This design comes from an exercise in tuning for small area, a short achievable clock period and few clock cycles per item on the open sky130 flow, not from production work. Only simulation tests tie the RTL to the original design; equivalence was not proved.

$ cat flow/constraint.sdc
create_clock -name core_clock -period 10.0 [get_ports {clk}]
set_input_delay 2.0000 -clock core_clock [delete_from_list [all_inputs] [get_ports {clk}]]
set_output_delay 2.0000 -clock core_clock [all_outputs]
set_load 0.01 [all_outputs]
$ cat flow/config.mk
export PLATFORM = sky130hd
export DESIGN_NAME = hmac_tag_check
export DESIGN_NICKNAME = hmac_tag_check
export VERILOG_FILES = /design/flow/design.v
export SDC_FILE = /design/flow/constraint.sdc
export NUM_CORES = 4
export LEC_CHECK = 0
export CAP_MARGIN = 20
export CORE_MARGIN = 2
export CORE_UTILIZATION = 40
export PLACE_DENSITY = 0.6
export SLEW_MARGIN = 20
$ cat flow/run.sh
#!/bin/bash
# synth_recipe.tcl (not shown) runs the flow's synth.tcl, then flattens the netlist and writes it again
# the make line also repeats each setting of config.mk as NAME=value (left out here)
make -C /OpenROAD-flow-scripts/flow DESIGN_CONFIG=/design/flow/config.mk WORK_HOME=/design/flow/orfs CLKGATE_MAP_FILE= SYNTH_SCRIPT=/design/flow/synth_recipe.tcl finish
$ cat flow/design.v
module hmac_tag_check (
    input  wire         clk,
    input  wire         rst,         
    input  wire         start,
    output wire         ready,
    input  wire [255:0] key,         
    input  wire [255:0] tag,         
    input  wire [1:0]   tag_len,     
    input  wire [15:0]  msg_len,     
    input  wire         in_valid,
    output wire         in_ready,
    input  wire [31:0]  in_data,     
    output wire         done,
    output wire         pass,
    output wire [255:0] mac
);
    localparam [2:0] P_IDLE  = 3'd0,
                     P_PRE   = 3'd1,    
                     P_IKEY  = 3'd2,    
                     P_MSG   = 3'd3,    
                     P_OKEY  = 3'd4,    
                     P_OUTER = 3'd5,    
                     P_DONE  = 3'd6;    
    reg [2:0]   phase;
    reg [6:0]   bc;
    reg [255:0] tag_r;
    reg [1:0]   tag_len_r;
    reg [15:0]  len_r;
    reg [15:0]  rem;         
    reg         padded;      
    reg         lastblk;     
    reg [31:0]  a, b, c, d, e, f, g;
    reg [31:0]  p;           
    reg [31:0]  w [0:15];    
    reg [31:0]  ha [0:3];    
    reg [31:0]  he [0:3];    
    reg [31:0]  ks [0:7];    
    function [31:0] kconst(input [5:0] i);
        case (i)
            6'd0:  kconst = 32'h428a2f98; 6'd1:  kconst = 32'h71374491;
            6'd2:  kconst = 32'hb5c0fbcf; 6'd3:  kconst = 32'he9b5dba5;
            6'd4:  kconst = 32'h3956c25b; 6'd5:  kconst = 32'h59f111f1;
            6'd6:  kconst = 32'h923f82a4; 6'd7:  kconst = 32'hab1c5ed5;
            6'd8:  kconst = 32'hd807aa98; 6'd9:  kconst = 32'h12835b01;
            6'd10: kconst = 32'h243185be; 6'd11: kconst = 32'h550c7dc3;
            6'd12: kconst = 32'h72be5d74; 6'd13: kconst = 32'h80deb1fe;
            6'd14: kconst = 32'h9bdc06a7; 6'd15: kconst = 32'hc19bf174;
            6'd16: kconst = 32'he49b69c1; 6'd17: kconst = 32'hefbe4786;
            6'd18: kconst = 32'h0fc19dc6; 6'd19: kconst = 32'h240ca1cc;
            6'd20: kconst = 32'h2de92c6f; 6'd21: kconst = 32'h4a7484aa;
            6'd22: kconst = 32'h5cb0a9dc; 6'd23: kconst = 32'h76f988da;
            6'd24: kconst = 32'h983e5152; 6'd25: kconst = 32'ha831c66d;
            6'd26: kconst = 32'hb00327c8; 6'd27: kconst = 32'hbf597fc7;
            6'd28: kconst = 32'hc6e00bf3; 6'd29: kconst = 32'hd5a79147;
            6'd30: kconst = 32'h06ca6351; 6'd31: kconst = 32'h14292967;
            6'd32: kconst = 32'h27b70a85; 6'd33: kconst = 32'h2e1b2138;
            6'd34: kconst = 32'h4d2c6dfc; 6'd35: kconst = 32'h53380d13;
            6'd36: kconst = 32'h650a7354; 6'd37: kconst = 32'h766a0abb;
            6'd38: kconst = 32'h81c2c92e; 6'd39: kconst = 32'h92722c85;
            6'd40: kconst = 32'ha2bfe8a1; 6'd41: kconst = 32'ha81a664b;
            6'd42: kconst = 32'hc24b8b70; 6'd43: kconst = 32'hc76c51a3;
            6'd44: kconst = 32'hd192e819; 6'd45: kconst = 32'hd6990624;
            6'd46: kconst = 32'hf40e3585; 6'd47: kconst = 32'h106aa070;
            6'd48: kconst = 32'h19a4c116; 6'd49: kconst = 32'h1e376c08;
            6'd50: kconst = 32'h2748774c; 6'd51: kconst = 32'h34b0bcb5;
            6'd52: kconst = 32'h391c0cb3; 6'd53: kconst = 32'h4ed8aa4a;
            6'd54: kconst = 32'h5b9cca4f; 6'd55: kconst = 32'h682e6ff3;
            6'd56: kconst = 32'h748f82ee; 6'd57: kconst = 32'h78a5636f;
            6'd58: kconst = 32'h84c87814; 6'd59: kconst = 32'h8cc70208;
            6'd60: kconst = 32'h90befffa; 6'd61: kconst = 32'ha4506ceb;
            6'd62: kconst = 32'hbef9a3f7; default: kconst = 32'hc67178f2;
        endcase
    endfunction
    localparam [31:0] IV0 = 32'h6a09e667, IV1 = 32'hbb67ae85,
                      IV2 = 32'h3c6ef372, IV3 = 32'ha54ff53a,
                      IV4 = 32'h510e527f, IV5 = 32'h9b05688c,
                      IV6 = 32'h1f83d9ab, IV7 = 32'h5be0cd19;
    wire bc_last  = (bc == 7'd65);
    wire bc_w0    = (bc == 7'd64);           
    wire in_block = (phase == P_IKEY) || (phase == P_MSG) ||
                    (phase == P_OKEY) || (phase == P_OUTER);
    wire key_blk  = (phase == P_IKEY) || (phase == P_OKEY);
    reg [2:0] nphase;                         
    always @(*) begin
        case (phase)
            P_PRE:   nphase = P_IKEY;
            P_IKEY:  nphase = P_MSG;
            P_MSG:   nphase = lastblk ? P_OKEY : P_MSG;
            P_OKEY:  nphase = P_OUTER;
            default: nphase = P_DONE;
        endcase
    end
    wire [2:0] fphase = bc_w0 ? nphase : phase;
    wire [3:0] fslot  = bc_w0 ? 4'd0 : bc_last ? 4'd1 : bc[3:0] + 4'd2;
    wire       feed   = bc_w0 || bc_last || (bc < 7'd14);    
    wire msg_feed  = feed && (fphase == P_MSG);
    wire need_word = msg_feed && (rem != 16'd0) && !(lastblk && fslot[3:1] == 3'b111 && !bc_w0);
    wire stall     = need_word && !in_valid;
    reg [31:0] msg_word;
    always @(*) begin
        if (fslot == 4'd15 && lastblk)
            msg_word = {13'h0, len_r, 3'b000} + 32'd512;       
        else if (fslot == 4'd14 && lastblk)
            msg_word = 32'h0;
        else if (rem[15:2] != 14'd0)
            msg_word = in_data;
        else begin
            case (rem[1:0])
                2'd1:    msg_word = {in_data[31:24], 8'h80, 16'h0};
                2'd2:    msg_word = {in_data[31:16], 8'h80, 8'h0};
                2'd3:    msg_word = {in_data[31:8], 8'h80};
                default: msg_word = padded ? 32'h0 : 32'h80000000;
            endcase
        end
    end
    wire [31:0] kpad = (fphase == P_IKEY) ? 32'h36363636 : 32'h5c5c5c5c;
    reg  [31:0] blk_word;
    always @(*) begin
        case (fphase)
            P_MSG: blk_word = msg_word;
            P_OUTER: begin
                if (fslot[3] == 1'b0)  blk_word = ks[7];
                else if (fslot == 4'd8)  blk_word = 32'h80000000;
                else if (fslot == 4'd15) blk_word = 32'd768;     
                else                     blk_word = 32'h0;
            end
            default: blk_word = (fslot[3] == 1'b0) ? (ks[7] ^ kpad) : kpad;
        endcase
    end
    wire ks_shift = feed && fslot[3] == 1'b0 &&
                    (fphase == P_IKEY || fphase == P_OKEY || fphase == P_OUTER);
    wire [31:0] ws0 = {w[1][6:0], w[1][31:7]} ^ {w[1][17:0], w[1][31:18]} ^ (w[1] >> 3);
    wire [31:0] ws1 = {w[14][16:0], w[14][31:17]} ^ {w[14][18:0], w[14][31:19]} ^ (w[14] >> 10);
    wire [31:0] wnew = ws1 + w[9] + ws0 + w[0];
    wire [31:0] wtail = feed ? blk_word : wnew;
    wire [31:0] s0  = {a[1:0], a[31:2]} ^ {a[12:0], a[31:13]} ^ {a[21:0], a[31:22]};
    wire [31:0] s1  = {e[5:0], e[31:6]} ^ {e[10:0], e[31:11]} ^ {e[24:0], e[31:25]};
    wire [31:0] ch  = (e & f) ^ (~e & g);
    wire [31:0] maj = (a & b) ^ (a & c) ^ (b & c);
    wire [31:0] x1s = p ^ s1 ^ ch;
    wire [31:0] x1c = {((p & s1) | (p & ch) | (s1 & ch)), 1'b0} ;
    wire [31:0] xes = x1s ^ x1c ^ d;
    wire [31:0] xec = {((x1s & x1c) | (x1s & d) | (x1c & d)), 1'b0};
    wire [31:0] e_new = xes + xec;
    wire [31:0] x2s = x1s ^ x1c ^ s0;
    wire [31:0] x2c = {((x1s & x1c) | (x1s & s0) | (x1c & s0)), 1'b0};
    wire [31:0] x3s = x2s ^ x2c ^ maj;
    wire [31:0] x3c = {((x2s & x2c) | (x2s & maj) | (x2c & maj)), 1'b0};
    wire [31:0] a_new = x3s + x3c;
    wire [31:0] hnext = bc_last ? (key_blk ? IV7 : he[3]) : g;
    wire [5:0]  kidx  = bc_last ? 6'd0 : (bc[5:0] + 6'd1);
    wire [31:0] p_new = hnext + kconst(kidx) + w[15];
    wire        chain = in_block && (bc >= 7'd61) && (bc <= 7'd64);
    reg  [31:0] iva, ive;
    always @(*) begin
        case (bc[1:0])
            2'd1:    begin iva = IV3; ive = IV7; end    
            2'd2:    begin iva = IV2; ive = IV6; end    
            2'd3:    begin iva = IV1; ive = IV5; end    
            default: begin iva = IV0; ive = IV4; end    
        endcase
    end
    wire [31:0] suma = (key_blk ? iva : ha[3]) + a;
    wire [31:0] sume = (key_blk ? ive : he[3]) + e;
    assign ready    = (phase == P_IDLE) || (phase == P_DONE);
    assign in_ready = need_word;
    reg done_r;
    integer i;
    always @(posedge clk) begin
        if (rst) begin
            phase  <= P_IDLE;
            done_r <= 1'b0;
        end else if (!stall) begin
            done_r <= 1'b0;
            if (ready) begin
                if (start) begin
                    tag_r     <= tag;
                    tag_len_r <= tag_len;
                    len_r     <= msg_len;
                    rem       <= msg_len;
                    padded    <= 1'b0;
                    for (i = 0; i < 8; i = i + 1)
                        ks[i] <= key[32*i +: 32];
                    phase <= P_PRE;
                    bc    <= 7'd64;
                end else
                    phase <= P_IDLE;
            end else begin
                bc <= bc_last ? 7'd0 : bc + 7'd1;
                if (bc_w0) begin
                    phase <= nphase;
                    if (nphase == P_DONE) done_r <= 1'b1;
                end
                if (ks_shift) begin
                    for (i = 1; i < 8; i = i + 1)
                        ks[i] <= ks[i - 1];
                    ks[0] <= ks[7];
                end else if (phase == P_OKEY && bc == 7'd10) begin
                    ks[7] <= ha[0]; ks[6] <= ha[1]; ks[5] <= ha[2]; ks[4] <= ha[3];
                    ks[3] <= he[0]; ks[2] <= he[1]; ks[1] <= he[2]; ks[0] <= he[3];
                end
            end
            if (msg_feed) begin
                if (fslot == 4'd0)
                    lastblk <= padded || (rem <= 16'd55);
                if (need_word) begin
                    if (rem[15:2] != 14'd0) begin
                        rem <= rem - 16'd4;
                    end else begin
                        rem    <= 16'd0;
                        padded <= 1'b1;
                    end
                end else if (!(lastblk && fslot[3:1] == 3'b111 && !bc_w0))
                    padded <= 1'b1;
            end
            for (i = 0; i < 15; i = i + 1)
                w[i] <= w[i + 1];
            w[15] <= wtail;
            if (bc_last) begin
                if (key_blk) begin
                    a <= IV0; b <= IV1; c <= IV2; d <= IV3;
                    e <= IV4; f <= IV5; g <= IV6;
                end else begin
                    a <= ha[0]; b <= ha[1]; c <= ha[2]; d <= ha[3];
                    e <= he[0]; f <= he[1]; g <= he[2];
                end
            end else begin
                a <= a_new; b <= a; c <= b; d <= c;
                e <= e_new; f <= e; g <= f;
            end
            p <= p_new;
            if (chain) begin
                ha[0] <= suma; ha[1] <= ha[0]; ha[2] <= ha[1]; ha[3] <= ha[2];
                he[0] <= sume; he[1] <= he[0]; he[2] <= he[1]; he[3] <= he[2];
            end
        end
    end
    assign mac  = {ha[0], ha[1], ha[2], ha[3], he[0], he[1], he[2], he[3]};
    assign done = done_r;
    wire [255:0] tag_mask = (tag_len_r == 2'd0) ? {{80{1'b1}},  176'h0} :
                            (tag_len_r == 2'd1) ? {{128{1'b1}}, 128'h0} :
                                                  {256{1'b1}};
    assign pass = (((mac ^ tag_r) & tag_mask) == 256'h0);
endmodule
==> results.json <==
{
  "status": "timing/DRC/antenna clean",
  "worstMarginPinSlew_ns": 1.360,
  "grt_pass1_wl_um": 460800,
  "start_util_pct": 40.28,
  "worstReg2RegEnd": "p[31]",
  "drc": 0,
  "wirelength_um": 340200,
  "ys_ff_latch": 1583,
  "maxSlewHeadroom_pct": 9.318,
  "setup_viol": 0,
  "firstDrtPassIters": 6,
  "synth_edf_count": 1579,
  "avgSynthCellArea_um2": 12.66,
  "syn_inst": 6442,
  "numCtsBuffers": 175,
  "setup_slack_ns": 2.472,
  "required_ns": 10.58,
  "max_cap_violations": 0,
  "ant_nets": 0,
  "hold_depth": 0,
  "ys_top_cells_by_area": "edfxtp_1 (58%), fa_1 (5.4%), xnor2_1 (4.1%)",
  "routedWlPerCell_um": 33.76,
  "cts_resized": 0,
  "root_buffer": "clkbuf_16",
  "nNetsFinal": 8237,
  "ys.flop_type": "edfxtp_1",
  "coreArea_um2": 202500,
  "ys_types": 98,
  "die_y_um": 455.6,
  "whs_endpoint": "w[3][12]",
  "post_dp_cell_area_um2": 93120,
  "path_class": "reg -> reg",
  "reg2reg_depth": 24,
  "fin_skew_ns": 0.04167,
  "synth_warnings": 5,
  "whs_ns": 0.3859,
  "timing.rr.start": "bc[0]",
  "grtUsageTotal_pct": 31.99,
  "critPathCaptureType": "flip-flop",
  "dp_hpwl_um": 261600,
  "critPathMaxFanout": 35,
  "synth_nets": 7440,
  "hold_path_class": "reg -> reg",
  "drt_iter0_drc": 7231,
  "cts.sinks": 1583,
  "rows": 165,
  "finalHoldViolCount": 0,
  "antenna_found_initial": 38,
  "start_kind": "flip-flop",
  "place.gp.congestion": 0.9833,
  "worstSetupStartpoint": "bc[0]",
  "port_buffers": 825,
  "postCtsSetupRepairBufs": 0,
  "clk_latency_ns": 0.86,
  "via_count": 58395,
  "pre_cts_ws_ns": 2.563,
  "rrSetupSlack_ns": 2.47,
  "gr-total-overflow": 0,
  "cts-hold-fix-buffers": 0,
  "min_period_over_period_pct": 75.28,
  "cts_buffer_depth": 3,
  "ios": 826,
  "cp.arrival_ns": 8.11,
  "first_global_vias": 57519,
  "cts.htree.levels": 4,
  "vias_per_cell": 5.795,
  "slew_violations": 0,
  "cts.clk_slew.worst_paths_ns": 0.06,
  "syn_area_um2": 81570,
  "period_minus_slack_ns": 7.528,
  "ys_seq_area_share_pct": 58.23,
  "fin_area_um2": 98980,
  "synth_most_common_cell": "edfxtp_1",
  "fillCellCount": 17984,
  "dieArea_um2": 207600,
  "hp-start": "w[4][12]",
  "fmaxAchievable_ghz": 0.1328,
  "rsz0062_at_grt": "no",
  "cts_tree": "built",
  "synth_top_cell_by_area": "edfxtp_1",
  "area_growth_pct": 21.34,
  "synth-async-reset-ratio_pct": 0,
  "synth_top_cell_area_share_pct": 58.13,
  "final_util_pct": 48.87,
  "grt_max_degree": 199,
  "die_w_um": 455.6,
  "synth_common_cells": "edfxtp_1 (1,579), nand2_1 (558), o21ai_0 (486)",
  "drive_above_1_share_pct": 6.527
}
[metrics by stage]
step	std cells	setup TNS (ns)
after CTS	10055	0
after global routing	10067	0
final	10076	0
after detailed placement	9732	0
after floorplan	6442	-4364.63
after global placement	9732	0
[metal layers]
layer	vias to the layer above	GRT usage [%]	part of all wire, %
met5	-	0	0.021
met4	12	17.23	6.0
met3	621	6.235	7.8
met2	2921	52.57	48
met1	29712	39.85	38
li1	25129	-	-
[registers in the layout, indices dropped and copies added (netlist names)]
register,flops
padded,1
ha,128
f,32
w,512
rem,16
ks,256
e,32
a,32
tag_len_r,2
phase,3
d,32
bc,7
lastblk,1
len_r,16
g,32
done_r,1
b,32
p,32
he,128
c,32
tag_r,256
[cell families (layout without fill, tap and decap cells)]
family	Yosys count	count (layout)	share of synthesized area, %
XOR/XNOR	678	678	7.280
AO/OA/AOI/OAI	1442	1442	11.26
AND/OR/NAND/NOR	1207	1207	6.705
flip-flops	1583	1583	58.23
other	0	19	0
adder cells (fa/ha/maj)	463	463	9.022
buffers and inverters	756	1699	3.589
multiplexers	313	313	3.913
[worst max path at each step]
stage	to	slack [ns]
floorplan	a[0]	-4.61
global placement	p[31]	2.62
detailed placement	p[31]	2.56
CTS	p[31]	2.54
global route	p[29]	2.01
finish	p[31]	2.47
[worst max-delay path, stage by stage (launching register included)]
cell	delay [ns]
edfxtp_1	0.35
buf_4	0.40
ha_1	0.33
nor2b_1	0.29
nand2_4	0.07
and2_1	0.35
ha_1	1.01
or3_1	0.25
a31oi_1	0.09
o211ai_1	0.19
o21ai_0	0.15
fa_1	0.54
inv_1	0.04
ha_1	0.21
fa_1	0.47
a21oi_1	0.16
buf_4	0.14
o2111ai_1	0.22
a41oi_1	0.53
o21ai_0	0.23
a21o_1	0.27
a311oi_1	0.50
o31ai_1	0.16
a21oi_1	0.19
xnor2_1	0.08
[final cells by class]
class	count	area, um^2	share of cell area [%]
tap	2672	3343	3.378
antenna	19	47.55	0.04804
inverter	423	1604	1.621
clock buffer	215	4593	4.641
clock inverter	108	1201	1.214
timing repair buffer	953	9365	9.462
multi-input combinational	4103	31330	31.65
sequential	1583	47500	47.99
[cell usage in the layout, fill, tap and decap left out, types with 23 or more instances in the layout]
cell type        netlist  routed
and3_1                33      33
clkinv_2               0      30
nor3_1                60      56
a22o_1                67      67
clkinv_1               3      33
a211oi_1              40      39
a21o_1                77      77
mux2_2                37      37
o22a_1               100     100
o21a_1                26      26
nand4_1               47      47
o211ai_1              34      34
nor2b_1               23      23
a31oi_1               53      53
nor2_1               254     248
o22ai_1               28      28
fa_1                 219     219
clkdlybuf4s50_1        0     825
o21ai_0              486     485
inv_1                418     416
o21bai_1              25      25
xnor2_1              383     380
xor2_1               295     292
buf_4                  1     114
mux2i_1              275     275
nand3_1               65      64
clkbuf_1             266      38
ha_1                 213     213
maj3_1                31      31
a21oi_1              302     302
nand2_1              558     555
nand2b_1              26      26
nor4_1                53      53
edfxtp_1            1579    1579
clkbuf_16              0     178
Testbench counts, summed over its fixed seeds: cycles 122,946, items 320.

separate check: timing with driven ports:
The flow's constraints put no driver on any port. The routed layout listed below was extracted and timed again, unchanged, in two steps.
Step 1, drivers: a clkbuf_16 drives clk and a buf_2 each remaining input, both assumed.
Step 2 also shifts input and output timing later by t, the mid clock arrival at the registers, as if the neighbouring blocks saw the same clock.
Three values: ideal, step 1, step 2; two values: the first two.
shift t [ns]: 0.935
slack for setup (ns): 2.472 / 2.472 / 2.472
worst setup path after step 2: register to register
latest minus earliest clock arrival (ns): 0.049 / 0.049
After both steps setup and hold are still met in this run. The setup slack of this run moves by 0.000 ns with the drivers and by 0.000 ns with both steps.
